Source: an optimization exercise on an open RTL-to-GDS flow (aim: small area, a short achievable clock period and few clock cycles per item). Production flows keep margins and buffers that such runs may drop. In this exercise RTL edits were held to simulation tests only and were not proved equivalent to the original.

==> flow/design.v (outline; a module is shown in full before it is edited, if it fits) <==
// module geo_booth_enc: 14 lines
// module geo_lane_tree: 1902 lines
// module geo_lane_sum: 409 lines
// module geo_col_tree: 1843 lines
// module geo_col_sum: 465 lines
// module geo_combo: 936 lines
// module geo_div2: 999 lines
// module geo_sub33: 228 lines
// module geo_aff2: 497 lines
// module geo_aff1: 390 lines
// module geo_corr: 264 lines
module geo_corr (
    input  wire         clk,
    input  wire         rst,
    input  wire [31:0]  a0, a1, a2,
    input  wire [31:0]  b0, b1, b2,
    input  wire [31:0]  zofs, zgain,
    input  wire [31:0]  fxmin, fymin, fxmax, fymax,
    input  wire         in_valid,
    output reg          in_ready,
    input  wire [31:0]  in_x, in_y, in_z,
    output reg          out_valid,
    output reg  [31:0]  out_x, out_y, out_z,
    output reg  [2:0]   out_sat,
    output wire         mem_req,
    output wire [12:0]  mem_addr,
    input  wire [95:0]  mem_rdata
);
  // ...
==> flow/flow/run.sh <==
#!/bin/bash
# Layout: the standard ORFS flow (standard.sh: unchanged synthesis and steps, the design's
# clock and constraints), with two optimisation settings passed to it:
#  - the buffers that buffer_ports puts on every input and output port are
#    sky130_fd_sc_hd__buf_2 instead of the flow's default (a 10 um2 delay buffer);
#  - repair_timing aims for 16 ns of setup slack, so that it shortens the critical paths
#    (the clock period stays the design's).
set -euo pipefail
export BUFFER_PORTS_ARGS="-buffer_cell sky130_fd_sc_hd__buf_2"
export SETUP_SLACK_MARGIN=16
bash standard.sh > standard.log 2>&1
==> flow/standard.sh <==
#!/bin/bash
# synth_recipe.tcl (not shown) runs the flow's synth.tcl, then flattens the netlist and writes it again
# the make line also repeats each setting of config.mk as NAME=value (left out here)
make -C /OpenROAD-flow-scripts/flow DESIGN_CONFIG=/design/flow/config.mk WORK_HOME=/design/flow/orfs CLKGATE_MAP_FILE= SYNTH_SCRIPT=/design/flow/synth_recipe.tcl "${@:-finish}"
==> flow/config.mk <==
export PLATFORM = sky130hd
export DESIGN_NAME = geo_corr
export DESIGN_NICKNAME = geo_corr
export VERILOG_FILES = /design/flow/design.v
export SDC_FILE = /design/flow/constraint.sdc
export NUM_CORES = 8
export LEC_CHECK = 0
export ABC_AREA = 1
export CAP_MARGIN = 20
export CORE_MARGIN = 2
export CORE_UTILIZATION = 40
export CTS_CLUSTER_DIAMETER = 150
export CTS_CLUSTER_SIZE = 20
export PLACE_DENSITY = 0.6
export SLEW_MARGIN = 20
==> flow/constraint.sdc <==
create_clock -name core_clock -period 22.0 [get_ports {clk}]
set_input_delay 4.4000 -clock core_clock [delete_from_list [all_inputs] [get_ports {clk}]]
set_output_delay 4.4000 -clock core_clock [all_outputs]
set_load 0.01 [all_outputs]
==> run summary, run 1 <==
# TYPE chip_impl_metric gauge
chip_impl_info{name="result_of_the_run",value="finished clean"} 1
chip_impl_info{name="tritoncts",value="yes"} 1
chip_impl_metric{name="cts_buffer_depth",unit=""} 4
chip_impl_metric{name="clock-skew-final",unit="ns"} 0.153
chip_impl_info{name="reg2reg_from",value="ltwo[6]"} 1
chip_impl_metric{name="post_synth_num_cell_types",unit=""} 77
chip_impl_metric{name="grt_max_degree",unit=""} 120
chip_impl_metric{name="seq_cell_count",unit=""} 2600
chip_impl_metric{name="numClockSinks",unit=""} 2600
chip_impl_metric{name="grt_pass1_wl",unit="µm"} 1110000
chip_impl_metric{name="cts_max_level",unit=""} 4
chip_impl_metric{name="nonClkBufAreaFrac",unit="%"} 2.88
chip_impl_metric{name="layout.core_utilization",unit="%"} 43.0
chip_impl_metric{name="synthArstFlopShare",unit="%"} 0
chip_impl_metric{name="cp.arrival",unit="ns"} 1.76
chip_impl_metric{name="yosys.area_share.adder",unit="%"} 31.5
chip_impl_metric{name="floorplan_core_area",unit="µm²"} 521000
chip_impl_info{name="timing.critical_path.from",value="ma[12]"} 1
chip_impl_metric{name="ys_seq_elements",unit=""} 2600
chip_impl_info{name="crit_slowest_cell",value="sky130_fd_sc_hd__dfxtp_4"} 1
chip_impl_metric{name="seq_area",unit="µm²"} 57300
chip_impl_info{name="synthMostInstantiatedCell",value="sky130_fd_sc_hd__inv_1"} 1
chip_impl_metric{name="synthCells",unit=""} 22700
chip_impl_metric{name="seq_area_frac_synth",unit="%"} 27.4
chip_impl_metric{name="nNonClkInverters",unit=""} 4006
chip_impl_metric{name="synth-xor-area-share",unit="%"} 11.6
chip_impl_metric{name="seq_share",unit="%"} 25.6
chip_impl_info{name="crit_end",value="mem_addr[5]"} 1
chip_impl_info{name="root_buffer",value="sky130_fd_sc_hd__clkbuf_16"} 1
chip_impl_metric{name="globalRouteOverflowTotal",unit=""} 0
chip_impl_metric{name="post-route-worst-setup-slack",unit="ns"} 15.84
chip_impl_info{name="post_synth_top_cells",value="3945 x sky130_fd_sc_hd__inv_1, 2707 x sky130_fd_sc_hd__nand2_1, 2551 x sky130_fd_sc_hd__xor2_1"} 1
chip_impl_info{name="critPathTopFamily",value="flip-flops"} 1
chip_impl_metric{name="via_count",unit=""} 165000
chip_impl_info{name="dr.max_layer_used",value="met5"} 1
chip_impl_metric{name="achievable-frequency",unit="MHz"} 162
chip_impl_metric{name="period_share",unit="%"} 28.0
chip_impl_metric{name="layout.comb_gates.multi_input",unit=""} 14700
Testbench counts, summed over its fixed seeds: cycles 33,824, items 2,048.
==> inputs of run 2 (changes only) <==
--- a/flow/config.mk
+++ b/flow/config.mk
@@ -8,8 +8,8 @@
 export ABC_AREA = 1
 export CAP_MARGIN = 20
 export CORE_MARGIN = 2
-export CORE_UTILIZATION = 40
+export CORE_UTILIZATION = 55
 export CTS_CLUSTER_DIAMETER = 150
 export CTS_CLUSTER_SIZE = 20
-export PLACE_DENSITY = 0.6
+export PLACE_DENSITY = 0.7
 export SLEW_MARGIN = 20
==> run 2 against run 1 <==
  * Register-to-register slack lost 0.05 ns
  * Core utilization grew 15 points
  * Wire length shrank 4.2%
==> run summary, run 2 <==
# TYPE chip_impl_metric gauge
chip_impl_metric{name="areaGrowthSynthToFinish",unit="%"} 5.87
chip_impl_info{name="worst_r2r_endpoint",value="g_lane[0].las[34]"} 1
chip_impl_info{name="result_of_the_run",value="finished clean"} 1
chip_impl_metric{name="layoutNonFillerInstCount",unit=""} 27700
chip_impl_info{name="postSynth.topFlopCell",value="sky130_fd_sc_hd__dfxtp_1"} 1
chip_impl_metric{name="timing.critical_path.required",unit="ns"} 22.86
chip_impl_metric{name="drt-total-wl",unit="µm"} 720000
chip_impl_info{name="root_buffer",value="sky130_fd_sc_hd__clkbuf_16"} 1
chip_impl_metric{name="seq_area_frac_synth",unit="%"} 27.4
chip_impl_metric{name="groute.usage.overall",unit="%"} 37.0
chip_impl_info{name="min_delay_worst_endpoint",value="wring[2][28]"} 1
chip_impl_metric{name="globalRouteOverflowTotal",unit=""} 0
chip_impl_metric{name="wl_per_cell",unit="µm"} 26.0
chip_impl_metric{name="grt_max_degree",unit=""} 115
chip_impl_metric{name="critical_path.max_stage_delay",unit="ns"} 0.76
chip_impl_info{name="critical_path.cell_chain",value="clkinv_2, buf_4, buf_4, o22ai_1, xor2_1, fa_1, inv_1, fa_1, fa_1, fa_1, inv_1, fa_1, fa_1"} 1
chip_impl_info{name="critical_path.most_common_cell",value="sky130_fd_sc_hd__fa_1"} 1
chip_impl_metric{name="number_of_endpoints_failing_setup_at_the_final_stage",unit=""} 0
chip_impl_info{name="critical_path.endpoint_type",value="register"} 1
chip_impl_metric{name="clock-skew-final",unit="ns"} 0.102
chip_impl_metric{name="floorplan.rows",unit=""} 226
chip_impl_metric{name="r2r.worst_path.cells",unit=""} 13
chip_impl_metric{name="io_pins",unit=""} 694
chip_impl_metric{name="first_global_vias",unit=""} 168000
chip_impl_info{name="most-common-layout-cells",value="3863 x sky130_fd_sc_hd__inv_1, 2705 x sky130_fd_sc_hd__nand2_1, 2551 x sky130_fd_sc_hd__xor2_1"} 1
chip_impl_info{name="setup.worst_path.start_class",value="register"} 1
chip_impl_metric{name="mappedNetlistArea",unit="µm²"} 209000
chip_impl_metric{name="antenna_left",unit=""} 0
chip_impl_metric{name="rrSetupSlack",unit="ns"} 15.95
chip_impl_metric{name="dp_hpwl",unit="µm"} 499000
chip_impl_metric{name="buffer_ports.inserted",unit=""} 693
chip_impl_info{name="synthMostInstantiatedCell",value="sky130_fd_sc_hd__inv_1"} 1
chip_impl_metric{name="synth-edff-count",unit=""} 511
chip_impl_metric{name="yosys.area.top_type_share",unit="%"} 24.3
chip_impl_metric{name="cts_buffer_depth",unit=""} 4
chip_impl_metric{name="cts-hold-fix-buffers",unit=""} 0
chip_impl_metric{name="routabilityCongestion",unit=""} 0.965
chip_impl_metric{name="post_synth_num_cell_types",unit=""} 77
chip_impl_metric{name="antenna_found_initial",unit=""} 58
chip_impl_info{name="netlist_top_cells_area",value="sky130_fd_sc_hd__fa_1 24%, sky130_fd_sc_hd__dfxtp_1 20%, sky130_fd_sc_hd__xor2_1 11%, sky130_fd_sc_hd__edfxtp_1 7.3%, sky130_fd_sc_hd__ha_1 7.2%"} 1
chip_impl_metric{name="floorplan_core_area",unit="µm²"} 379000
chip_impl_metric{name="drt_pass_1_iters",unit=""} 13
chip_impl_metric{name="layout.filler_cells",unit=""} 32900
chip_impl_metric{name="tritoncts_buffer_count",unit=""} 155
chip_impl_info{name="crit_slowest_cell",value="sky130_fd_sc_hd__buf_4"} 1
chip_impl_info{name="min-delay-start",value="wring[1][28]"} 1
chip_impl_metric{name="die_w",unit="µm"} 620
chip_impl_metric{name="clock_transition_at_the_registers_of_the_reported_paths",unit="ns"} 0.10
chip_impl_metric{name="via_count",unit=""} 167000
chip_impl_metric{name="whs_path_depth",unit=""} 0
chip_impl_metric{name="floorplan.initialDensity",unit="%"} 55.2
chip_impl_info{name="tritoncts",value="yes"} 1
chip_impl_metric{name="yosysWarnings",unit=""} 3
chip_impl_metric{name="period_share",unit="%"} 27.5
chip_impl_metric{name="max_slew_margin",unit="%"} 11.6
chip_impl_metric{name="max-cap-violations",unit=""} 0
chip_impl_metric{name="initialDrtViolationCount",unit=""} 20200
chip_impl_metric{name="die_y",unit="µm"} 620
chip_impl_info{name="reg2reg_from",value="lone[2]"} 1
chip_impl_info{name="grt_setup_unrepaired",value="true"} 1
chip_impl_info{name="layout_commonest_cell",value="sky130_fd_sc_hd__inv_1"} 1
chip_impl_info{name="synthDominantAreaCellType",value="sky130_fd_sc_hd__fa_1"} 1
chip_impl_metric{name="synthArstFlopShare",unit="%"} 0
chip_impl_info{name="min_path_type",value="reg2reg"} 1
chip_impl_metric{name="postSynthNetCount",unit=""} 27000
chip_impl_metric{name="achievable-frequency",unit="MHz"} 165
chip_impl_info{name="reg_top3",value="g_lane.lac x192, g_lane.las x192, wy x128"} 1
chip_impl_metric{name="transition_time_at_the_pin_with_the_least_slew_margin",unit="ns"} 1.31
chip_impl_metric{name="numClockSinks",unit=""} 2600
chip_impl_metric{name="synthCells",unit=""} 22700
chip_impl_info{name="setup.worst_path.class",value="reg2reg"} 1
chip_impl_metric{name="dieArea",unit="µm²"} 385000
chip_impl_metric{name="layout_cells_sized_above_1",unit="%"} 6.66
chip_impl_metric{name="timing.final.crit_period",unit="ns"} 6.05
chip_impl_metric{name="clk_lat_worst_skew",unit="ns"} 1.01
chip_impl_metric{name="grt_pass1_wl",unit="µm"} 1060000
chip_impl_metric{name="drt-vias-per-instance",unit=""} 6.03
chip_impl_metric{name="final_net_count",unit=""} 26800
chip_impl_info{name="post_synth_top_cells",value="3945 x sky130_fd_sc_hd__inv_1, 2707 x sky130_fd_sc_hd__nand2_1, 2551 x sky130_fd_sc_hd__xor2_1"} 1
chip_impl_metric{name="cp.arrival",unit="ns"} 6.90
chip_impl_metric{name="drv_slew",unit=""} 0
chip_impl_metric{name="ys_seq_elements",unit=""} 2600
chip_impl_metric{name="syn-mean-instance-area",unit="µm²"} 9.20
chip_impl_metric{name="setup_total_negative_slack",unit="ns"} 0
chip_impl_metric{name="report.final.hold_viol_count",unit=""} 0
chip_impl_metric{name="cts_max_level",unit=""} 4
chip_impl_metric{name="post-place-cells",unit=""} 27400
chip_impl_metric{name="crit_fanout",unit=""} 48
chip_impl_metric{name="route.detailed.drc",unit=""} 0
-- run 2: timing repair --
action,4_1_cts,5_1_grt
endpoints found under the hold margin,0,0
endpoints found under the setup margin,59,122
gates resized for setup,16,37
setup buffers,0,1
pin swaps,0,0
-- run 2: cell families (layout without fill, tap and decap cells) --
logic type	Yosys count	after routing	synth area share (%)
adders and majority gates	3743	3743	31.5
buffers and inverters	5410	5315	9.79
DFF	2600	2600	27.4
AOI/OAI and AO/OA	3735	3735	11.0
muxes	20	20	0.105
other	0	43	0
and+or+nand+nor	4432	4432	8.65
xor gates and xnor gates	2757	2757	11.6
-- run 2: how the worst max path moves through the flow --
stage | startpoint | end | slack, ns | cells after the start
after CTS | ma[12] | mem_addr[2] | 15.96 | 4
after floorplan | in_valid | zr[29] | 16.67 | 6
final | lone[2] | g_lane[0].las[34] | 15.95 | 13
after detailed placement | in_valid | dxr[0] | 15.05 | 8
after global routing | ma[12] | mem_addr[0] | 15.93 | 4
after global placement | in_valid | dxr[0] | 14.44 | 7
-- run 2: critical path: cells and delay by family (launching register included) --
kind | cells | cell delay, ns
buffers and inverters | 5 | 1.73
AOI/OAI and AO/OA | 1 | 0.21
DFF | 1 | 0.61
adders and majority gates | 6 | 3.21
xor gates and xnor gates | 1 | 0.20
-- run 2: layout make-up --
class	instances	area (µm²)	share of cell area, %
multi-input cells	14700	131000	59.4
clock buffers	224	4200	1.90
well taps	5016	6280	2.84
clock inverters	20	339	0.153
flip-flops and latches	2600	57200	25.9
inverters	4006	15200	6.86
repair buffers	1065	6420	2.91
diodes	43	108	0.0487
-- run 2: through the flow --
stage | worst slack, ns | instance area, µm² | hold slack, ns | util [%]
after floorplan | 16.67 | 209000 | 0.310 | -
after global placement | 14.44 | 216000 | 0.310 | 57.1
after detailed placement | 15.05 | 216000 | 0.312 | 57.1
after CTS | 15.96 | 221000 | 0.259 | 58.3
after global routing | 15.93 | 221000 | 0.281 | 58.4
final | 15.95 | 221000 | 0.295 | 58.4
-- run 2: metal layers --
metal / vias to the layer above / GRT usage (%) / routed length (µm)
li1: 71900 / - / -
met2: 11500 / 54.2 / 301000
met3: 3497 / 13.1 / 96700
met4: 32 / 24.1 / 59300
met5: - / 0.404 / 318
met1: 80000 / 46.3 / 263000
==> module geo_corr, before the edit <==
module geo_corr (
    input  wire         clk,
    input  wire         rst,
    input  wire [31:0]  a0, a1, a2,
    input  wire [31:0]  b0, b1, b2,
    input  wire [31:0]  zofs, zgain,
    input  wire [31:0]  fxmin, fymin, fxmax, fymax,
    input  wire         in_valid,
    output reg          in_ready,
    input  wire [31:0]  in_x, in_y, in_z,
    output reg          out_valid,
    output reg  [31:0]  out_x, out_y, out_z,
    output reg  [2:0]   out_sat,
    output wire         mem_req,
    output wire [12:0]  mem_addr,
    input  wire [95:0]  mem_rdata
);
    localparam HL = 46;
    reg [HL:1] h;
    reg [1:0] ph;                        
    wire acc = in_valid & in_ready;
    always @(posedge clk) begin
        if (rst) begin
            h <= 0;
            in_ready <= 1'b1;
        end else begin
            h <= {h[HL-1:1], acc};
            in_ready <= ~acc & ~|h[14:1] & ((ph == 2'd3) | ~|h[HL-1:15]);
        end
        ph <= acc ? 2'd1 : ph + 2'd1;
    end
    reg [31:0] a0r, a1r, a2r, b0r, b1r, b2r, zofsr, zgainr;
    reg [31:0] fxminr, fyminr, fxmaxr, fymaxr;
    always @(posedge clk) begin
        a0r <= a0; a1r <= a1; a2r <= a2; b0r <= b0; b1r <= b1; b2r <= b2;
        zofsr <= zofs; zgainr <= zgain;
        fxminr <= fxmin; fyminr <= fymin; fxmaxr <= fxmax; fymaxr <= fymax;
    end
    reg [31:0] xr, yr, zr;
    reg [2:0] dxr, dyr, dzr;
    function [2:0] bdec(input [2:0] y);      
        bdec = {y[2], (y[2] & ~y[1] & ~y[0]) | (~y[2] & y[1] & y[0]), y[1] ^ y[0]};
    endfunction
    always @(posedge clk) begin
        if (acc) begin
            xr <= in_x; yr <= in_y; zr <= in_z;
            dxr <= bdec({in_x[1:0], 1'b0});
            dyr <= bdec({in_y[1:0], 1'b0});
            dzr <= bdec({in_z[1:0], 1'b0});
        end else begin
            xr <= {{2{xr[31]}}, xr[31:2]}; yr <= {{2{yr[31]}}, yr[31:2]}; zr <= {{2{zr[31]}}, zr[31:2]};
            dxr <= bdec(xr[3:1]);
            dyr <= bdec(yr[3:1]);
            dzr <= bdec(zr[3:1]);
        end
    end
    wire [32:0] wxn, wyn, nxn, nyn, fxn, fyn;
    geo_sub33 u_wx (.a(fxmaxr), .b(fxminr), .v(wxn));
    geo_sub33 u_wy (.a(fymaxr), .b(fyminr), .v(wyn));
    geo_sub33 u_nx (.a(xr), .b(fxminr), .v(nxn));
    geo_sub33 u_ny (.a(yr), .b(fyminr), .v(nyn));
    geo_sub33 u_fx (.a(xr), .b(fxmaxr), .v(fxn));
    geo_sub33 u_fy (.a(yr), .b(fymaxr), .v(fyn));
    reg [31:0] wxr, wyr;                
    always @(posedge clk) begin
        wxr <= wxn[31:0];
        wyr <= wyn[31:0];
    end
    reg [31:0] remx, remy;
    reg [21:0] qx, qy;
    reg nx_neg, ny_neg, zx, zy, fux, fuy;
    wire [31:0] r2x, r2y;
    wire b1x, b2x, b1y, b2y;
    geo_div2 u_dx (.rem(remx), .d(wxr), .r(r2x), .b1(b1x), .b2(b2x));
    geo_div2 u_dy (.rem(remy), .d(wyr), .r(r2y), .b1(b1y), .b2(b2y));
    always @(posedge clk) begin
        if (h[1]) begin
            remx <= nxn[31:0]; remy <= nyn[31:0];
            nx_neg <= nxn[32]; ny_neg <= nyn[32];
            fux <= ~fxn[32]; fuy <= ~fyn[32];
        end else begin
            remx <= r2x; remy <= r2y;
        end
        if (h[2]) begin
            zx <= nx_neg | (wxr == 32'd0);
            zy <= ny_neg | (wyr == 32'd0);
        end
        if (|h[12:2]) begin
            qx <= {qx[19:0], b1x, b2x};
            qy <= {qy[19:0], b1y, b2y};
        end
    end
    wire [6:0]  ix = zx ? 7'd0 : fux ? 7'd64 : {1'b0, qx[21:16]};
    wire [6:0]  iy = zy ? 7'd0 : fuy ? 7'd64 : {1'b0, qy[21:16]};
    wire [15:0] fx = (zx | fux) ? 16'd0 : qx[15:0];
    wire [15:0] fy = (zy | fuy) ? 16'd0 : qy[15:0];
    reg  [6:0]  ixr, iyr;
    reg  [15:0] fxr, fyr;
    always @(posedge clk) begin
        if (h[13]) begin
            ixr <= ix; iyr <= iy; fxr <= fx; fyr <= fy;
        end
    end
    reg [35:0] hsx, hsy, hsz;
    reg [5:0] lox, loy, loz;
    wire [35:0] nsx, nsy, nsz;
    geo_aff2 u_ax (.h(hsx), .clr(h[1]), .d1(dxr), .m1(a1r), .d2(dyr), .m2(a2r), .v(nsx));
    geo_aff2 u_ay (.h(hsy), .clr(h[1]), .d1(dxr), .m1(b1r), .d2(dyr), .m2(b2r), .v(nsy));
    geo_aff1 u_az (.h(hsz), .clr(h[1]), .d1(dzr), .m1(zgainr), .v(nsz));
    always @(posedge clk) begin
        hsx <= {{2{nsx[35]}}, nsx[35:2]}; lox <= {nsx[1:0], lox[5:2]};
        hsy <= {{2{nsy[35]}}, nsy[35:2]}; loy <= {nsy[1:0], loy[5:2]};
        hsz <= {{2{nsz[35]}}, nsz[35:2]}; loz <= {nsz[1:0], loz[5:2]};
    end
    reg [38:0] hox, hoy, hoz;
    always @(posedge clk) begin
        if (h[17]) begin
            hox <= {hsx[33:0], lox[5:1]};
            hoy <= {hsy[33:0], loy[5:1]};
            hoz <= {hsz[33:0], loz[5:1]};
        end
    end
    reg [3:0] rc;
    reg signed [7:0] cx0, cx, cy;
    reg rd_on;
    reg [12:0] ma;
    reg mrq;
    wire signed [7:0] cxn = h[23] ? $signed({1'b0, ixr}) - 8'sd1 :
                            (rc[1:0] == 2'd3) ? cx0 : cx + 8'sd1;
    wire signed [7:0] cyn = h[23] ? $signed({1'b0, iyr}) - 8'sd1 :
                            (rc[1:0] == 2'd3) ? cy + 8'sd1 : cy;
    wire [6:0] colc = cxn < 0 ? 7'd0 : cxn > 64 ? 7'd64 : cxn[6:0];
    wire [6:0] rowc = cyn < 0 ? 7'd0 : cyn > 64 ? 7'd64 : cyn[6:0];
    always @(posedge clk) begin
        if (rst) begin
            mrq <= 1'b0;
            rd_on <= 1'b0;
        end else begin
            if (h[23]) begin
                rd_on <= 1'b1; mrq <= 1'b1;
            end else if (rd_on && rc == 4'd15) begin
                rd_on <= 1'b0; mrq <= 1'b0;
            end
        end
        rc <= h[23] ? 4'd0 : rc + 4'd1;
        if (h[23]) cx0 <= cxn;
        cx <= cxn; cy <= cyn;
        ma <= {rowc, 6'd0} + {6'd0, rowc} + {6'd0, colc};
    end
    assign mem_req = mrq;
    assign mem_addr = {ma[12], ma[11:8] & {4{~ma[12]}}, ma[7], ma[6:0] & {7{~(ma[12] & ma[7])}}};
    reg [33:0] rr0, rr1, rr2;            
    wire [33:0] rn0, rn1, rn2;
    wire rdone = h[30] | h[34] | h[38] | h[42];
    wire pload = h[13] | h[17] | h[21] | h[25];
    wire pslot = h[14] | h[18] | h[22] | h[26];
    reg [31:0] f2x, f2y;                 
    wire [31:0] pmop = h[13] ? {16'd0, fx} : h[17] ? {16'd0, fyr} : h[21] ? f2x : f2y;
    wire [15:0] pmdg = h[13] ? fx : (h[17] | h[25]) ? fyr : fxr;
    always @(posedge clk) begin
        rr0 <= pload ? {2'b00, pmop} : rdone ? rn0 : rr1;
        rr1 <= rdone ? rn1 : rr2;
        rr2 <= rn2;
    end
    reg [1:0] cs, cl;
    wire [1:0] cl_n = h[30] ? 2'd0 : (cs == 2'd3) ? cl + 2'd1 : cl;
    reg [31:0] wy [0:3];
    wire [15:0] cone_n, ctwo_n, cneg_n;
    geo_booth_enc u_ce (.w(pload ? {16'd0, pmdg} : wy[cl_n]), .one(cone_n), .two(ctwo_n), .neg(cneg_n));
    reg [15:0] cone, ctwo, cneg;         
    reg cfirst, cpm;
    always @(posedge clk) begin
        cs <= h[30] ? 2'd0 : cs + 2'd1;
        cl <= cl_n;
        cone <= cone_n; ctwo <= ctwo_n; cneg <= cneg_n;
        cfirst <= (cl_n == 2'd0) & ~pload;
        cpm <= pload;
    end
    wire [38:0] hoc = (cs == 2'd0) ? hox : (cs == 2'd1) ? hoy : hoz;
    wire [31:0] oc  = (cs == 2'd0) ? a0r : (cs == 2'd1) ? b0r : zofsr;
    reg [67:0] gd1, gd2, gd3;            
    wire [67:0] grow = cpm ? 68'd0 : cfirst ? {hoc[38:1], 30'd0} : gd3;
    wire [67:0] ccs, ccc;
    geo_col_tree u_ct (.one(cone), .two(ctwo), .neg(cneg), .r(rr0), .g(grow), .oc(oc),
                       .hb0(hoc[0]), .first(cfirst), .s(ccs), .c(ccc));
    reg [67:0] csr, ccr;
    wire [67:0] csum;
    geo_col_sum u_cs (.s(csr), .c(ccr), .v(csum));
    always @(posedge clk) begin
        csr <= ccs; ccr <= ccc;
        gd1 <= csum; gd2 <= gd1; gd3 <= gd2;
        if (h[15]) f2x <= csum[31:0];
        if (h[19]) f2y <= csum[31:0];
    end
    reg [15:0] pw_f;  reg [31:0] pw_2;  reg [47:0] pw_3;
    reg [1:0] ck;
    reg [7:0] kd;                        
    wire [1:0] ck_n = (h[23] | h[27]) ? 2'd0 : ck + 2'd1;
    always @(posedge clk) begin
        if (h[23] | h[27]) begin
            pw_f <= h[27] ? fyr : fxr; pw_2 <= h[27] ? f2y : f2x; pw_3 <= csum[47:0];
        end
        ck <= ck_n;
        kd <= {ck_n == 2'd0 || ck_n == 2'd3, ck_n == 2'd1 || ck_n == 2'd3, ck_n == 2'd1 || ck_n == 2'd2,
               ck_n == 2'd0 || ck_n == 2'd2, ck_n == 2'd3, ck_n == 2'd2, ck_n == 2'd1, ck_n == 2'd0};
    end
    wire [31:0] cwn;
    geo_combo u_cb (.kd(kd), .f3(pw_3), .f2(pw_2), .f(pw_f), .w(cwn));
    reg [31:0] cw;                       
    always @(posedge clk) cw <= cwn;
    always @(posedge clk) begin
        if (h[29]) wy[0] <= cw;
        if (h[30]) wy[1] <= cw;
        if (h[31]) wy[2] <= cw;
        if (h[32]) wy[3] <= cw;
    end
    reg [31:0] wring [0:3];
    reg [3:0] pc;
    wire [31:0] wuse = (pc < 4'd4) ? cw : wring[3];
    wire [15:0] lone_n, ltwo_n, lneg_n;
    geo_booth_enc u_le (.w(wuse), .one(lone_n), .two(ltwo_n), .neg(lneg_n));
    reg [15:0] lone, ltwo, lneg;
    reg first;                           
    always @(posedge clk) begin
        pc <= h[24] ? 4'd0 : pc + 4'd1;
        wring[0] <= wuse; wring[1] <= wring[0]; wring[2] <= wring[1]; wring[3] <= wring[2];
        lone <= lone_n; ltwo <= ltwo_n; lneg <= lneg_n;
        first <= (pc[1:0] == 2'd0);
    end
    reg [95:0] nreg;
    always @(posedge clk) nreg <= mem_rdata;
    genvar g;
    generate for (g = 0; g < 3; g = g + 1) begin : g_lane
        reg [63:0] las, lac;
        wire [63:0] ts, tc;
        wire [33:0] rn;
        geo_lane_tree u_t (.one(lone), .two(ltwo), .neg(lneg), .n(nreg[32*g +: 32]),
                           .as_(las), .ac_(lac), .first(first), .s(ts), .c(tc));
        geo_lane_sum u_s (.s(las), .c(lac), .r(rn));
        always @(posedge clk) begin
            las <= ts; lac <= tc;
        end
        if (g == 0) assign rn0 = rn;
        if (g == 1) assign rn1 = rn;
        if (g == 2) assign rn2 = rn;
    end endgenerate
    function [32:0] satf(input [67:0] v);
        begin
            if (v[67] == 1'b0 && v[66:61] != 6'd0)
                satf = {1'b1, 32'h7FFF_FFFF};
            else if (v[67] == 1'b1 && v[66:61] != 6'h3F)
                satf = {1'b1, 32'h8000_0000};
            else
                satf = {1'b0, v[61:30]};
        end
    endfunction
    wire [32:0] sxo = satf(gd2), syo = satf(gd1), szo = satf(csum);
    always @(posedge clk) begin
        if (rst) out_valid <= 1'b0;
        else out_valid <= h[46];
        out_x <= sxo[31:0]; out_y <= syo[31:0]; out_z <= szo[31:0];
        out_sat <= {szo[32], syo[32], sxo[32]};
    end
endmodule
==> inputs of run 3 (changes only) <==
--- a/flow/design.v
+++ b/flow/design.v
@@ -7807,6 +7807,7 @@
     reg signed [7:0] cx0, cx, cy;
     reg rd_on;
     reg [12:0] ma;
+    reg ma_z;                            
     reg mrq;
     wire signed [7:0] cxn = h[23] ? $signed({1'b0, ixr}) - 8'sd1 :
                             (rc[1:0] == 2'd3) ? cx0 : cx + 8'sd1;
@@ -7828,10 +7829,12 @@
         rc <= h[23] ? 4'd0 : rc + 4'd1;
         if (h[23]) cx0 <= cxn;
         cx <= cxn; cy <= cyn;
-        ma <= {rowc, 6'd0} + {6'd0, rowc} + {6'd0, colc};
+        ma <= man;
+        ma_z <= man[12] & man[7];
     end
+    wire [12:0] man = {rowc, 6'd0} + {6'd0, rowc} + {6'd0, colc};
     assign mem_req = mrq;
-    assign mem_addr = {ma[12], ma[11:8] & {4{~ma[12]}}, ma[7], ma[6:0] & {7{~(ma[12] & ma[7])}}};
+    assign mem_addr = {ma[12], ma[11:8] & {4{~ma[12]}}, ma[7] & (~ma[12] | ma_z), ma[6:0] & {7{~ma_z}}};
     reg [33:0] rr0, rr1, rr2;            
     wire [33:0] rn0, rn1, rn2;
     wire rdone = h[30] | h[34] | h[38] | h[42];
--- a/flow/config.mk
+++ b/flow/config.mk
@@ -8,8 +8,8 @@
 export ABC_AREA = 1
 export CAP_MARGIN = 20
 export CORE_MARGIN = 2
-export CORE_UTILIZATION = 55
-export CTS_CLUSTER_DIAMETER = 150
-export CTS_CLUSTER_SIZE = 20
-export PLACE_DENSITY = 0.7
+export CORE_UTILIZATION = 40
+export CTS_CLUSTER_DIAMETER = 120
+export CTS_CLUSTER_SIZE = 18
+export PLACE_DENSITY = 0.6
 export SLEW_MARGIN = 20
==> run 3 against run 2 <==
  * Synthesized cell count hardly changed
  * Sequential share of layout area is 0.36 points lower
  * Register-to-register slack hardly changed
  * Critical endpoint is now mem_addr[1]
  * Largest cell class unchanged
==> run summary, run 3 <==
# TYPE chip_impl_metric gauge
chip_impl_metric{name="seq_area_frac_synth",unit="%"} 27.4
chip_impl_metric{name="via_count",unit=""} 165000
chip_impl_metric{name="number_of_endpoints_failing_setup_at_the_final_stage",unit=""} 0
chip_impl_metric{name="achievable-frequency",unit="MHz"} 163
chip_impl_metric{name="wl_per_cell",unit="µm"} 25.5
chip_impl_metric{name="route.detailed.drc",unit=""} 0
chip_impl_info{name="critical_path.endpoint_type",value="output port"} 1
chip_impl_metric{name="synth_compound_area_share",unit="%"} 11.1
chip_impl_metric{name="cts_max_level",unit=""} 4
chip_impl_metric{name="globalRouteOverflowTotal",unit=""} 0
chip_impl_metric{name="yosys.area.top_type_share",unit="%"} 24.3
chip_impl_metric{name="antenna_left",unit=""} 0
chip_impl_metric{name="io_pins",unit=""} 694
chip_impl_metric{name="clock-skew-final",unit="ns"} 0.173
chip_impl_info{name="root_buffer",value="sky130_fd_sc_hd__clkbuf_16"} 1
chip_impl_metric{name="critical_path.max_stage_delay",unit="ns"} 0.39
chip_impl_metric{name="layout.filler_cells",unit=""} 50700
chip_impl_metric{name="cp.arrival",unit="ns"} 1.75
chip_impl_metric{name="areaGrowthSynthToFinish",unit="%"} 7.53
chip_impl_metric{name="cts_buffer_depth",unit=""} 4
chip_impl_info{name="postSynth.topFlopCell",value="sky130_fd_sc_hd__dfxtp_1"} 1
chip_impl_info{name="reg_top3",value="g_lane.lac x192, g_lane.las x192, wy x128"} 1
chip_impl_info{name="setup.worst_path.class",value="reg2out"} 1
chip_impl_metric{name="r2r.worst_path.cells",unit=""} 13
chip_impl_metric{name="period_share",unit="%"} 28.0
chip_impl_info{name="synthMostInstantiatedCell",value="sky130_fd_sc_hd__inv_1"} 1
chip_impl_metric{name="layout_cells_sized_above_1",unit="%"} 7.13
chip_impl_metric{name="postSynthNetCount",unit=""} 27000
chip_impl_metric{name="multiInputGateArea",unit="µm²"} 131000
chip_impl_metric{name="drt_pass_1_iters",unit=""} 11
chip_impl_metric{name="dp_hpwl",unit="µm"} 532000
chip_impl_metric{name="floorplan_core_area",unit="µm²"} 520000
chip_impl_metric{name="syn-mean-instance-area",unit="µm²"} 9.20
chip_impl_metric{name="final_net_count",unit=""} 26900
chip_impl_metric{name="antenna_found_initial",unit=""} 61
chip_impl_metric{name="crit_fanout",unit=""} 8
chip_impl_metric{name="synth.mux.area_fraction",unit="%"} 0.114
chip_impl_metric{name="routabilityCongestion",unit=""} 0.951
chip_impl_metric{name="drt-vias-per-instance",unit=""} 5.59
chip_impl_info{name="layout_commonest_cell",value="sky130_fd_sc_hd__inv_1"} 1
chip_impl_metric{name="dieArea",unit="µm²"} 528000
chip_impl_info{name="crit_slowest_cell",value="sky130_fd_sc_hd__dfxtp_4"} 1
chip_impl_info{name="most-common-layout-cells",value="3861 x sky130_fd_sc_hd__inv_1, 2687 x sky130_fd_sc_hd__nand2_1, 2562 x sky130_fd_sc_hd__xor2_1"} 1
chip_impl_metric{name="report.final.hold_viol_count",unit=""} 0
chip_impl_metric{name="synth-edff-count",unit=""} 511
chip_impl_metric{name="synth-xor-area-share",unit="%"} 11.6
chip_impl_metric{name="max-cap-violations",unit=""} 0
chip_impl_metric{name="post_synth_num_cell_types",unit=""} 73
chip_impl_info{name="result_of_the_run",value="finished clean"} 1
chip_impl_info{name="netlist_top_cells_area",value="sky130_fd_sc_hd__fa_1 24%, sky130_fd_sc_hd__dfxtp_1 20%, sky130_fd_sc_hd__xor2_1 11%, sky130_fd_sc_hd__edfxtp_1 7.4%, sky130_fd_sc_hd__ha_1 7.2%"} 1
chip_impl_metric{name="floorplan.rows",unit=""} 265
chip_impl_info{name="post_synth_top_cells",value="3947 x sky130_fd_sc_hd__inv_1, 2688 x sky130_fd_sc_hd__nand2_1, 2562 x sky130_fd_sc_hd__xor2_1"} 1
chip_impl_info{name="setup.worst_path.start_class",value="register"} 1
chip_impl_metric{name="whs_path_depth",unit=""} 0
chip_impl_metric{name="yosysWarnings",unit=""} 3
chip_impl_info{name="tritoncts",value="yes"} 1
chip_impl_metric{name="groute.usage.overall",unit="%"} 28.1
chip_impl_metric{name="synthCells",unit=""} 22700
chip_impl_metric{name="drv_slew",unit=""} 0
chip_impl_metric{name="first_global_vias",unit=""} 169000
chip_impl_metric{name="synth_simple_gate_area_share",unit="%"} 8.51
chip_impl_info{name="min_path_type",value="reg2reg"} 1
chip_impl_metric{name="ys_seq_elements",unit=""} 2601
chip_impl_metric{name="timing.critical_path.required",unit="ns"} 17.60
chip_impl_metric{name="drt-total-wl",unit="µm"} 757000
chip_impl_metric{name="grt_pass1_wl",unit="µm"} 1110000
chip_impl_metric{name="clk_lat_worst_skew",unit="ns"} 1.01
chip_impl_metric{name="initialDrtViolationCount",unit=""} 17000
chip_impl_metric{name="yosys.area_share.adder",unit="%"} 31.6
chip_impl_metric{name="tritoncts_buffer_count",unit=""} 182
chip_impl_metric{name="max_slew_margin",unit="%"} 17.2
chip_impl_metric{name="buffer_ports.inserted",unit=""} 693
chip_impl_info{name="synthDominantAreaCellType",value="sky130_fd_sc_hd__fa_1"} 1
chip_impl_metric{name="numClockSinks",unit=""} 2601
chip_impl_metric{name="die_w",unit="µm"} 726
chip_impl_metric{name="setup_total_negative_slack",unit="ns"} 0
chip_impl_metric{name="floorplan.initialDensity",unit="%"} 40.1
chip_impl_metric{name="die_y",unit="µm"} 726
chip_impl_metric{name="mappedNetlistArea",unit="µm²"} 209000
chip_impl_metric{name="transition_time_at_the_pin_with_the_least_slew_margin",unit="ns"} 1.24
chip_impl_metric{name="grt_max_degree",unit=""} 94
chip_impl_metric{name="timing.final.crit_period",unit="ns"} 6.15
chip_impl_info{name="grt_setup_unrepaired",value="true"} 1
chip_impl_metric{name="clock_transition_at_the_registers_of_the_reported_paths",unit="ns"} 0.09
chip_impl_metric{name="post-route-worst-setup-slack",unit="ns"} 15.85
chip_impl_info{name="synth_top_family_by_area",value="adder cells"} 1
chip_impl_metric{name="seq_area",unit="µm²"} 57300
chip_impl_info{name="critical_path.cell_chain",value="buf_4, nor2_4, buf_6"} 1
chip_impl_metric{name="pre_cts_slack",unit="ns"} 15.77
chip_impl_metric{name="synthArstFlopShare",unit="%"} 0
## run 3: worst max-delay path, delay by kind of cell, from the launching register on
kind / cells / cell delay [ns]
buffers and inverters: 2 / 0.28
AND/OR/NAND/NOR: 1 / 0.17
flip-flops: 1 / 0.39
## run 3: final cells by class
| type | count | share of cell area (%) |
|---|---|---|
| antenna | 27 | 0.0301 |
| multi-input combinational | 14700 | 58.5 |
| inverter | 4013 | 6.75 |
| sequential | 2601 | 25.5 |
| clock buffer | 253 | 2.17 |
| timing repair buffer | 1074 | 2.90 |
| clock inverter | 44 | 0.264 |
| tap | 6942 | 3.87 |
## run 3: timing repair
item / CTS / global route
hold buffers: 0 / 0
gates cloned: 0 / 0
gates resized for setup: 68 / 24
setup buffers: 5 / 1
pin swaps: 10 / 1
setup endpoints to repair: 34 / 100
## run 3: final timing paths
path           start  slack [ns]                end
max reg2reg  lone[8]       15.96  g_lane[0].las[38]
min          gd2[13]        0.25            gd3[13]
max             ma_z       15.85        mem_addr[1]
min reg2reg  gd2[13]        0.25            gd3[13]
## run 3: per-layer routing
| metal | track usage [%] | vias up | share of wire, % |
|---|---|---|---|
| met4 | 14.5 | 26 | 6.5 |
| li1 | - | 72000 | - |
| met2 | 44.5 | 9520 | 45 |
| met5 | 0.209 | - | 0.041 |
| met1 | 35.1 | 81400 | 38 |
| met3 | 7.49 | 2572 | 11 |
## run 3: metrics by stage
step	std cells	cell area (µm²)	hold slack (ns)	utilization [%]
finish	29600	224000	0.254	43.2
global placement	29300	219000	0.310	42.0
CTS	29600	224000	0.263	43.1
floorplan	22700	209000	0.310	-
global route	29600	224000	0.264	43.1
detailed placement	29300	219000	0.312	42.0
## run 3: logic make-up (layout without fill, tap and decap cells)
kind of cell | after synthesis | after routing
AOI/OAI and AO/OA | 3754 | 3754
xor gates and xnor gates | 2756 | 2756
adders and majority gates | 3743 | 3743
buffers and inverters | 5413 | 5384
DFF | 2601 | 2601
muxes | 22 | 22
other | 0 | 27
and+or+nand+nor | 4391 | 4391
Testbench counts of run 3, summed over its fixed seeds: cycles 33,824, items 2,048.
==> inputs of run 4 (changes only) <==
--- a/flow/design.v
+++ b/flow/design.v
@@ -7807,7 +7807,7 @@
     reg signed [7:0] cx0, cx, cy;
     reg rd_on;
     reg [12:0] ma;
-    reg ma_z;                            
+    reg ma_ok;                           
     reg mrq;
     wire signed [7:0] cxn = h[23] ? $signed({1'b0, ixr}) - 8'sd1 :
                             (rc[1:0] == 2'd3) ? cx0 : cx + 8'sd1;
@@ -7830,11 +7830,11 @@
         if (h[23]) cx0 <= cxn;
         cx <= cxn; cy <= cyn;
         ma <= man;
-        ma_z <= man[12] & man[7];
+        ma_ok <= ~(man[12] & man[7]);
     end
     wire [12:0] man = {rowc, 6'd0} + {6'd0, rowc} + {6'd0, colc};
     assign mem_req = mrq;
-    assign mem_addr = {ma[12], ma[11:8] & {4{~ma[12]}}, ma[7] & (~ma[12] | ma_z), ma[6:0] & {7{~ma_z}}};
+    assign mem_addr = {ma[12], ma[11:8] & {4{~ma[12]}}, ma[7] & ~(ma[12] & ma_ok), ma[6:0] & {7{ma_ok}}};
     reg [33:0] rr0, rr1, rr2;            
     wire [33:0] rn0, rn1, rn2;
     wire rdone = h[30] | h[34] | h[38] | h[42];
@@ -7905,13 +7905,14 @@
     wire [31:0] wuse = (pc < 4'd4) ? cw : wring[3];
     wire [15:0] lone_n, ltwo_n, lneg_n;
     geo_booth_enc u_le (.w(wuse), .one(lone_n), .two(ltwo_n), .neg(lneg_n));
-    reg [15:0] lone, ltwo, lneg;
-    reg first;                           
+    reg [15:0] lone0, ltwo0, lneg0, lone1, ltwo1, lneg1;
+    reg first0, first1;                  
+    wire firstn = (pc[1:0] == 2'd0);
     always @(posedge clk) begin
         pc <= h[24] ? 4'd0 : pc + 4'd1;
         wring[0] <= wuse; wring[1] <= wring[0]; wring[2] <= wring[1]; wring[3] <= wring[2];
-        lone <= lone_n; ltwo <= ltwo_n; lneg <= lneg_n;
-        first <= (pc[1:0] == 2'd0);
+        lone0 <= lone_n;  ltwo0 <= ltwo_n;  lneg0 <= lneg_n;  first0 <= firstn;
+        lone1 <= ~lone_n; ltwo1 <= ~ltwo_n; lneg1 <= ~lneg_n; first1 <= ~firstn;
     end
     reg [95:0] nreg;
     always @(posedge clk) nreg <= mem_rdata;
@@ -7920,8 +7921,12 @@
         reg [63:0] las, lac;
         wire [63:0] ts, tc;
         wire [33:0] rn;
-        geo_lane_tree u_t (.one(lone), .two(ltwo), .neg(lneg), .n(nreg[32*g +: 32]),
-                           .as_(las), .ac_(lac), .first(first), .s(ts), .c(tc));
+        wire [15:0] one = (g == 0) ? lone0 : ~lone1;
+        wire [15:0] two = (g == 0) ? ltwo0 : ~ltwo1;
+        wire [15:0] neg = (g == 0) ? lneg0 : ~lneg1;
+        wire        fst = (g == 0) ? first0 : ~first1;
+        geo_lane_tree u_t (.one(one), .two(two), .neg(neg), .n(nreg[32*g +: 32]),
+                           .as_(las), .ac_(lac), .first(fst), .s(ts), .c(tc));
         geo_lane_sum u_s (.s(las), .c(lac), .r(rn));
         always @(posedge clk) begin
             las <= ts; lac <= tc;
==> run 4 against run 3 <==
  * Critical path depth fell by 2
  * Cell count is 0.47% higher
  * Count of clock-buffer cells in the layout rose by 8
  * Critical endpoint is now out_y[31]
==> run summary, run 4 <==
# TYPE chip_impl_metric gauge
chip_impl_info{name="result_of_the_run",value="finished clean"} 1
chip_impl_info{name="layout_commonest_cell",value="sky130_fd_sc_hd__inv_1"} 1
chip_impl_metric{name="route.detailed.drc",unit=""} 0
chip_impl_info{name="critical_path.endpoint_type",value="output port"} 1
chip_impl_metric{name="cts_max_level",unit=""} 4
chip_impl_info{name="reg_top3",value="g_lane.lac x192, g_lane.las x192, wy x128"} 1
chip_impl_metric{name="yosysWarnings",unit=""} 3
chip_impl_metric{name="post-cts-setup-buffer-count",unit=""} 0
chip_impl_metric{name="synthCells",unit=""} 22800
chip_impl_metric{name="transition_time_at_the_pin_with_the_least_slew_margin",unit="ns"} 1.27
chip_impl_metric{name="layout_cells_sized_above_1",unit="%"} 7.00
chip_impl_info{name="grt_setup_unrepaired",value="true"} 1
chip_impl_info{name="netlist_top_cells_area",value="sky130_fd_sc_hd__fa_1 24%, sky130_fd_sc_hd__dfxtp_1 20%, sky130_fd_sc_hd__xor2_1 11%, sky130_fd_sc_hd__edfxtp_1 7.3%, sky130_fd_sc_hd__ha_1 7.2%"} 1
chip_impl_metric{name="achievable-frequency",unit="MHz"} 168
chip_impl_metric{name="clock-skew-final",unit="ns"} 0.139
chip_impl_metric{name="synthArstFlopShare",unit="%"} 0
chip_impl_metric{name="globalRouteOverflowTotal",unit=""} 0
chip_impl_info{name="post_synth_top_cells",value="3989 x sky130_fd_sc_hd__inv_1, 2812 x sky130_fd_sc_hd__nand2_1, 2548 x sky130_fd_sc_hd__xor2_1"} 1
chip_impl_metric{name="layoutNonFillerInstCount",unit=""} 29800
chip_impl_info{name="root_buffer",value="sky130_fd_sc_hd__clkbuf_16"} 1
chip_impl_metric{name="via_count",unit=""} 165000
chip_impl_metric{name="cts-hold-fix-buffers",unit=""} 0
chip_impl_metric{name="drt-vias-per-instance",unit=""} 5.56
chip_impl_metric{name="cts_buffer_depth",unit=""} 4
chip_impl_metric{name="drt-total-wl",unit="µm"} 739000
chip_impl_metric{name="buffer_ports.inserted",unit=""} 693
chip_impl_metric{name="initialDrtViolationCount",unit=""} 17700
chip_impl_metric{name="antenna_left",unit=""} 0
chip_impl_metric{name="synth-edff-count",unit=""} 511
chip_impl_metric{name="number_of_endpoints_failing_setup_at_the_final_stage",unit=""} 0
chip_impl_info{name="crit_slowest_cell",value="sky130_fd_sc_hd__dfxtp_1"} 1
chip_impl_metric{name="wl_per_cell",unit="µm"} 24.8
chip_impl_metric{name="drv_slew",unit=""} 0
chip_impl_metric{name="drt_pass_1_iters",unit=""} 9
chip_impl_metric{name="tritoncts_buffer_count",unit=""} 183
chip_impl_metric{name="die_y",unit="µm"} 728
chip_impl_info{name="setup.worst_path.start_class",value="register"} 1
chip_impl_metric{name="report.final.hold_viol_count",unit=""} 0
chip_impl_metric{name="antenna_found_initial",unit=""} 43
chip_impl_info{name="setup.worst_path.class",value="reg2out"} 1
chip_impl_metric{name="post_synth_num_cell_types",unit=""} 77
chip_impl_metric{name="groute.usage.overall",unit="%"} 27.2
chip_impl_metric{name="clk_lat_worst_skew",unit="ns"} 1.02
chip_impl_info{name="postSynth.topFlopCell",value="sky130_fd_sc_hd__dfxtp_1"} 1
chip_impl_metric{name="r2r.worst_path.cells",unit=""} 11
chip_impl_metric{name="floorplan_core_area",unit="µm²"} 524000
chip_impl_info{name="synthDominantAreaCellType",value="sky130_fd_sc_hd__fa_1"} 1
chip_impl_metric{name="setup_total_negative_slack",unit="ns"} 0
chip_impl_metric{name="numClockSinks",unit=""} 2650
chip_impl_metric{name="max_slew_margin",unit="%"} 15.3
chip_impl_metric{name="areaGrowthSynthToFinish",unit="%"} 7.47
chip_impl_info{name="reg2reg_from",value="lneg1[5]"} 1
chip_impl_info{name="min-delay-start",value="wring[1][30]"} 1
chip_impl_info{name="critical_path.cell_chain",value="buf_4"} 1
chip_impl_metric{name="grt_max_degree",unit=""} 139
chip_impl_info{name="worst_r2r_endpoint",value="g_lane[1].las[40]"} 1
chip_impl_info{name="min_path_type",value="reg2reg"} 1
chip_impl_info{name="synthMostInstantiatedCell",value="sky130_fd_sc_hd__inv_1"} 1
chip_impl_metric{name="floorplan.rows",unit=""} 266
chip_impl_metric{name="critical_path.max_stage_delay",unit="ns"} 0.36
chip_impl_metric{name="cp.arrival",unit="ns"} 1.54
chip_impl_metric{name="timing.final.crit_period",unit="ns"} 5.94
chip_impl_metric{name="post-place-cells",unit=""} 29400
chip_impl_metric{name="postSynthNetCount",unit=""} 27100
chip_impl_metric{name="clock_transition_at_the_registers_of_the_reported_paths",unit="ns"} 0.08
chip_impl_metric{name="dieArea",unit="µm²"} 531000
chip_impl_info{name="min_delay_worst_endpoint",value="wring[2][30]"} 1
chip_impl_metric{name="whs_path_depth",unit=""} 0
chip_impl_metric{name="crit_fanout",unit=""} 1
chip_impl_metric{name="die_w",unit="µm"} 728
chip_impl_metric{name="yosys.area.top_type_share",unit="%"} 24.2
chip_impl_metric{name="rrSetupSlack",unit="ns"} 16.13
chip_impl_metric{name="ys_seq_elements",unit=""} 2650
chip_impl_metric{name="max-cap-violations",unit=""} 0
chip_impl_metric{name="floorplan.initialDensity",unit="%"} 40.1
chip_impl_metric{name="seq_area_frac_synth",unit="%"} 27.7
chip_impl_metric{name="routabilityCongestion",unit=""} 0.962
chip_impl_info{name="most-common-layout-cells",value="3933 x sky130_fd_sc_hd__inv_1, 2808 x sky130_fd_sc_hd__nand2_1, 2547 x sky130_fd_sc_hd__xor2_1"} 1
chip_impl_metric{name="syn-mean-instance-area",unit="µm²"} 9.21
chip_impl_metric{name="first_global_vias",unit=""} 168000
chip_impl_metric{name="final_net_count",unit=""} 27000
chip_impl_info{name="critPathTopFamily",value="flip-flops"} 1
chip_impl_metric{name="period_share",unit="%"} 27.0
chip_impl_metric{name="dp_hpwl",unit="µm"} 516000
chip_impl_metric{name="mappedNetlistArea",unit="µm²"} 210000
chip_impl_metric{name="timing.critical_path.required",unit="ns"} 17.60
chip_impl_metric{name="io_pins",unit=""} 694
chip_impl_info{name="tritoncts",value="yes"} 1
chip_impl_metric{name="grt_pass1_wl",unit="µm"} 1090000
chip_impl_metric{name="cp_num_buf_inv",unit=""} 1
==> run 4: layout make-up <==
type / count / area, µm²
antenna: 19 / 47.5
clock buffer: 261 / 4960
clock inverter: 38 / 582
fill: 51300 / 298000
inverter: 4066 / 15300
multi-input combinational: 14700 / 131000
sequential: 2650 / 58300
tap: 6968 / 8720
timing repair buffer: 1072 / 6380
==> run 4: kinds of logic (layout without fill, tap and decap cells) <==
logic type	Yosys count	in the layout	synth area share, %
compound gates	3806	3806	11.1
xor+xnor	2734	2734	11.4
fa+ha+maj	3741	3741	31.4
buf+inv	5451	5437	9.81
flops	2650	2650	27.7
mux	23	23	0.111
other cells	0	19	0
simple gates	4381	4381	8.52
==> run 4: through the flow <==
| step | instance area [µm²] | worst slack [ns] | hold WS (ns) | utilization (%) |
|---|---|---|---|---|
| 2_1_floorplan | 210000 | 16.67 | 0.310 | - |
| 3_3_place_gp | 220000 | 15.61 | 0.310 | 42.0 |
| 3_5_place_dp | 220000 | 15.57 | 0.312 | 42.0 |
| 4_1_cts | 225000 | 15.97 | 0.252 | 43.0 |
| 5_1_grt | 226000 | 15.95 | 0.259 | 43.1 |
| 6_report | 226000 | 16.06 | 0.255 | 43.1 |
==> run 4: worst max path at each step <==
stage          startpoint          end  cells after the start
6_report        out_y[31]    out_y[31]                      1
3_5_place_dp     in_valid       dxr[1]                      7
2_1_floorplan    in_valid       yr[29]                      6
3_3_place_gp     in_valid       dyr[1]                      7
5_1_grt             ma_ok  mem_addr[7]                      2
4_1_cts             ma_ok  mem_addr[7]                      2
==> run 4: routing by layer <==
layer | vias to the layer above | track usage (%) | share of wire (%)
li1 | 72200 | - | -
met1 | 81000 | 34.5 | 38
met2 | 9651 | 42.6 | 44
met3 | 2421 | 7.27 | 11
met4 | 30 | 14.2 | 6.6
met5 | - | 0.109 | 0.032
==> run 4: timing repair <==
| action | 4_1_cts | 5_1_grt |
|---|---|---|
| gates resized for setup | 10 | 13 |
| setup endpoints to repair | 15 | 19 |
| pin swaps | 5 | 2 |
Testbench counts of run 4, summed over its fixed seeds: cycles 33,824, items 2,048.
==> inputs of run 5 (changes only) <==
==> flow/flow/run.sh (replaced) <==
#!/bin/bash
# Layout: the standard ORFS flow (standard.sh: unchanged synthesis and steps, the design's
# clock and constraints), with two optimisation settings passed to it:
#  - the buffers that buffer_ports puts on every input and output port are
#    sky130_fd_sc_hd__buf_2 instead of the flow's default (a 10 um2 delay buffer);
#  - repair_timing aims for 16.3 ns of setup slack, so that it shortens the critical paths
#    (the clock period stays the design's).
set -euo pipefail
export BUFFER_PORTS_ARGS="-buffer_cell sky130_fd_sc_hd__buf_2"
export SETUP_SLACK_MARGIN=16.3
bash standard.sh > standard.log 2>&1
==> run 5 against run 4 <==
  * Worst setup slack better by 0.0067 ns
  * Wire length is 0.11% higher
  * Core utilization is 0.13 points higher
  * Count of clock-buffer cells in the layout stayed put
  * Largest cell class unchanged
  * Worst hold slack worse by 0.0045 ns
  * Clock skew is 0.0073 ns higher
  * Final area is 0.31% higher
  * Non-clock buffer count is 1 higher
  * Fmax is 0.11% higher
  * Still clean
  * Area after synthesis stayed put
  * Cell count hardly changed
==> run summary, run 5 <==
# TYPE chip_impl_metric gauge
chip_impl_metric{name="die_y",unit="µm"} 728
chip_impl_info{name="result_of_the_run",value="finished clean"} 1
chip_impl_metric{name="clock-skew-final",unit="ns"} 0.146
chip_impl_info{name="post_synth_top_cells",value="3989 x sky130_fd_sc_hd__inv_1, 2812 x sky130_fd_sc_hd__nand2_1, 2548 x sky130_fd_sc_hd__xor2_1"} 1
chip_impl_metric{name="first_global_vias",unit=""} 168000
chip_impl_metric{name="transition_time_at_the_pin_with_the_least_slew_margin",unit="ns"} 1.25
chip_impl_metric{name="areaGrowthSynthToFinish",unit="%"} 7.80
chip_impl_info{name="synthDominantAreaCellType",value="sky130_fd_sc_hd__fa_1"} 1
chip_impl_info{name="grt_setup_unrepaired",value="true"} 1
chip_impl_metric{name="mappedNetlistArea",unit="µm²"} 210000
chip_impl_metric{name="dieArea",unit="µm²"} 531000
chip_impl_metric{name="drt_pass_1_iters",unit=""} 9
chip_impl_metric{name="routabilityCongestion",unit=""} 0.962
chip_impl_metric{name="post_synth_num_cell_types",unit=""} 77
chip_impl_info{name="reg_top3",value="g_lane.lac x192, g_lane.las x192, wy x128"} 1
chip_impl_info{name="postSynth.topFlopCell",value="sky130_fd_sc_hd__dfxtp_1"} 1
chip_impl_info{name="root_buffer",value="sky130_fd_sc_hd__clkbuf_16"} 1
chip_impl_info{name="most-common-layout-cells",value="3932 x sky130_fd_sc_hd__inv_1, 2808 x sky130_fd_sc_hd__nand2_1, 2547 x sky130_fd_sc_hd__xor2_1"} 1
chip_impl_metric{name="route.detailed.drc",unit=""} 0
chip_impl_metric{name="groute.usage.overall",unit="%"} 27.2
chip_impl_metric{name="crit_fanout",unit=""} 8
chip_impl_metric{name="antenna_found_initial",unit=""} 42
chip_impl_info{name="netlist_top_cells_area",value="sky130_fd_sc_hd__fa_1 24%, sky130_fd_sc_hd__dfxtp_1 20%, sky130_fd_sc_hd__xor2_1 11%, sky130_fd_sc_hd__edfxtp_1 7.3%, sky130_fd_sc_hd__ha_1 7.2%"} 1
chip_impl_metric{name="syn-mean-instance-area",unit="µm²"} 9.21
chip_impl_metric{name="grt_pass1_wl",unit="µm"} 1090000
chip_impl_metric{name="period_share",unit="%"} 27.0
chip_impl_metric{name="via_count",unit=""} 165000
chip_impl_metric{name="synth_simple_gate_area_share",unit="%"} 8.52
chip_impl_metric{name="numClockSinks",unit=""} 2650
chip_impl_metric{name="synthArstFlopShare",unit="%"} 0
chip_impl_metric{name="pre_cts_slack",unit="ns"} 15.57
chip_impl_metric{name="globalRouteOverflowTotal",unit=""} 0
chip_impl_metric{name="initialDrtViolationCount",unit=""} 18000
chip_impl_metric{name="io_pins",unit=""} 694
chip_impl_metric{name="drv_slew",unit=""} 0
chip_impl_metric{name="clock_transition_at_the_registers_of_the_reported_paths",unit="ns"} 0.07
chip_impl_info{name="critical_path.endpoint_type",value="output port"} 1
chip_impl_metric{name="yosysWarnings",unit=""} 3
chip_impl_metric{name="antenna_left",unit=""} 0
chip_impl_metric{name="seq_area_frac_synth",unit="%"} 27.7
chip_impl_metric{name="floorplan.rows",unit=""} 266
chip_impl_info{name="synth_top_family_by_area",value="adder cells"} 1
chip_impl_info{name="layout_commonest_cell",value="sky130_fd_sc_hd__inv_1"} 1
chip_impl_metric{name="cts_max_level",unit=""} 4
chip_impl_metric{name="yosys.area_share.adder",unit="%"} 31.4
chip_impl_metric{name="post-route-worst-setup-slack",unit="ns"} 16.06
chip_impl_info{name="setup.worst_path.start_class",value="register"} 1
chip_impl_info{name="synthMostInstantiatedCell",value="sky130_fd_sc_hd__inv_1"} 1
## run 5: cells by family after synthesis
group / after synthesis
buf+inv: 5451
simple gates: 4381
compound gates: 3806
fa+ha+maj: 3741
xor+xnor: 2734
flops: 2650
mux: 23
## run 5: layout make-up
cell class	count	area, µm²
Multi-Input combinational cell	14700	131000
Sequential cell	2650	58400
Tap cell	6968	8720
Timing Repair Buffer	1073	6940
Inverter	4066	15300
Antenna cell	18	45.0
Fill cell	51200	298000
Clock buffer	261	4960
Clock inverter	38	582
## run 5: timing repair
action                     CTS  global route
hold buffers                 0             0
setup endpoints to repair  121           167
buffers inserted             0             2
hold endpoints to repair     0             0
cloned                       0             1
gates resized for setup    184            59
pin swaps                    5             5
## run 5: metrics by stage
stage / hold WS, ns / instance area [µm²] / std cells / utilization (%)
floorplan: 0.310 / 210000 / 22800 / -
global placement: 0.310 / 220000 / 29400 / 42.0
detailed placement: 0.312 / 220000 / 29400 / 42.0
CTS: 0.252 / 226000 / 29700 / 43.1
global route: 0.259 / 226000 / 29700 / 43.2
finish: 0.250 / 226000 / 29800 / 43.2
## run 5: layer usage
metal,track usage [%],vias up,share of wire [%]
met5,0.218,-,0.034
met4,14.2,30,6.6
met3,7.27,2450,11
met2,42.7,9431,44
met1,34.5,81200,38
li1,-,72200,-
## run 5: path summary, 6_finish.rpt
kind / startpoint / endpoint / cells past startpoint
min reg2reg: wring[1][30] / wring[2][30] / 0
min: wring[1][30] / wring[2][30] / 0
max: ma_ok / mem_addr[5] / 3
max reg2reg: cs[0] / csr[31] / 14
## run 5: worst max-delay path, stage by stage (launching register included)
cell and delay (ns):
sky130_fd_sc_hd__dfxtp_4 0.40, sky130_fd_sc_hd__nand2_1 0.07, sky130_fd_sc_hd__inv_1 0.05, sky130_fd_sc_hd__buf_2 0.11

separate check: timing with driven ports:
No port has a modelled driver above. Below, the same layouts with a new extraction and two added sets of constraints. Step 1 sets driving cells, clkbuf_16 on the clock port and buf_2 on the other inputs (assumed; they add their load-dependent delay and slew). Step 2 adds t to the input delays and takes it off the output delays; t is the mean of the earliest and latest rising clock arrival at the registers after step 1. Input paths then give back, and output paths get back, about the clock's delay inside the block. Three values: no drivers, after step 1, after step 2; two values: the first two.
run | t, ns | slack for setup (ns) | worst setup path at the end | clock arrival spread, ns
run 1 | 1.046 | 15.843 / 15.717 / 15.789 | input to register | 0.174 / 0.173
run 2 | 1.066 | 15.952 / 15.892 / 15.300 | input to register | 0.122 / 0.122
run 3 | 1.056 | 15.846 / 15.726 / 15.766 | input to register | 0.192 / 0.192
run 4 | 1.090 | 16.058 / 15.929 / 15.552 | input to register | 0.151 / 0.150
run 5 | 1.091 | 16.065 / 15.935 / 15.547 | input to register | 0.160 / 0.161
After both steps setup and hold are still met in every run listed. The setup slack of run 2, which loses most, moves by -0.060 ns with the drivers and by -0.652 ns with both steps.
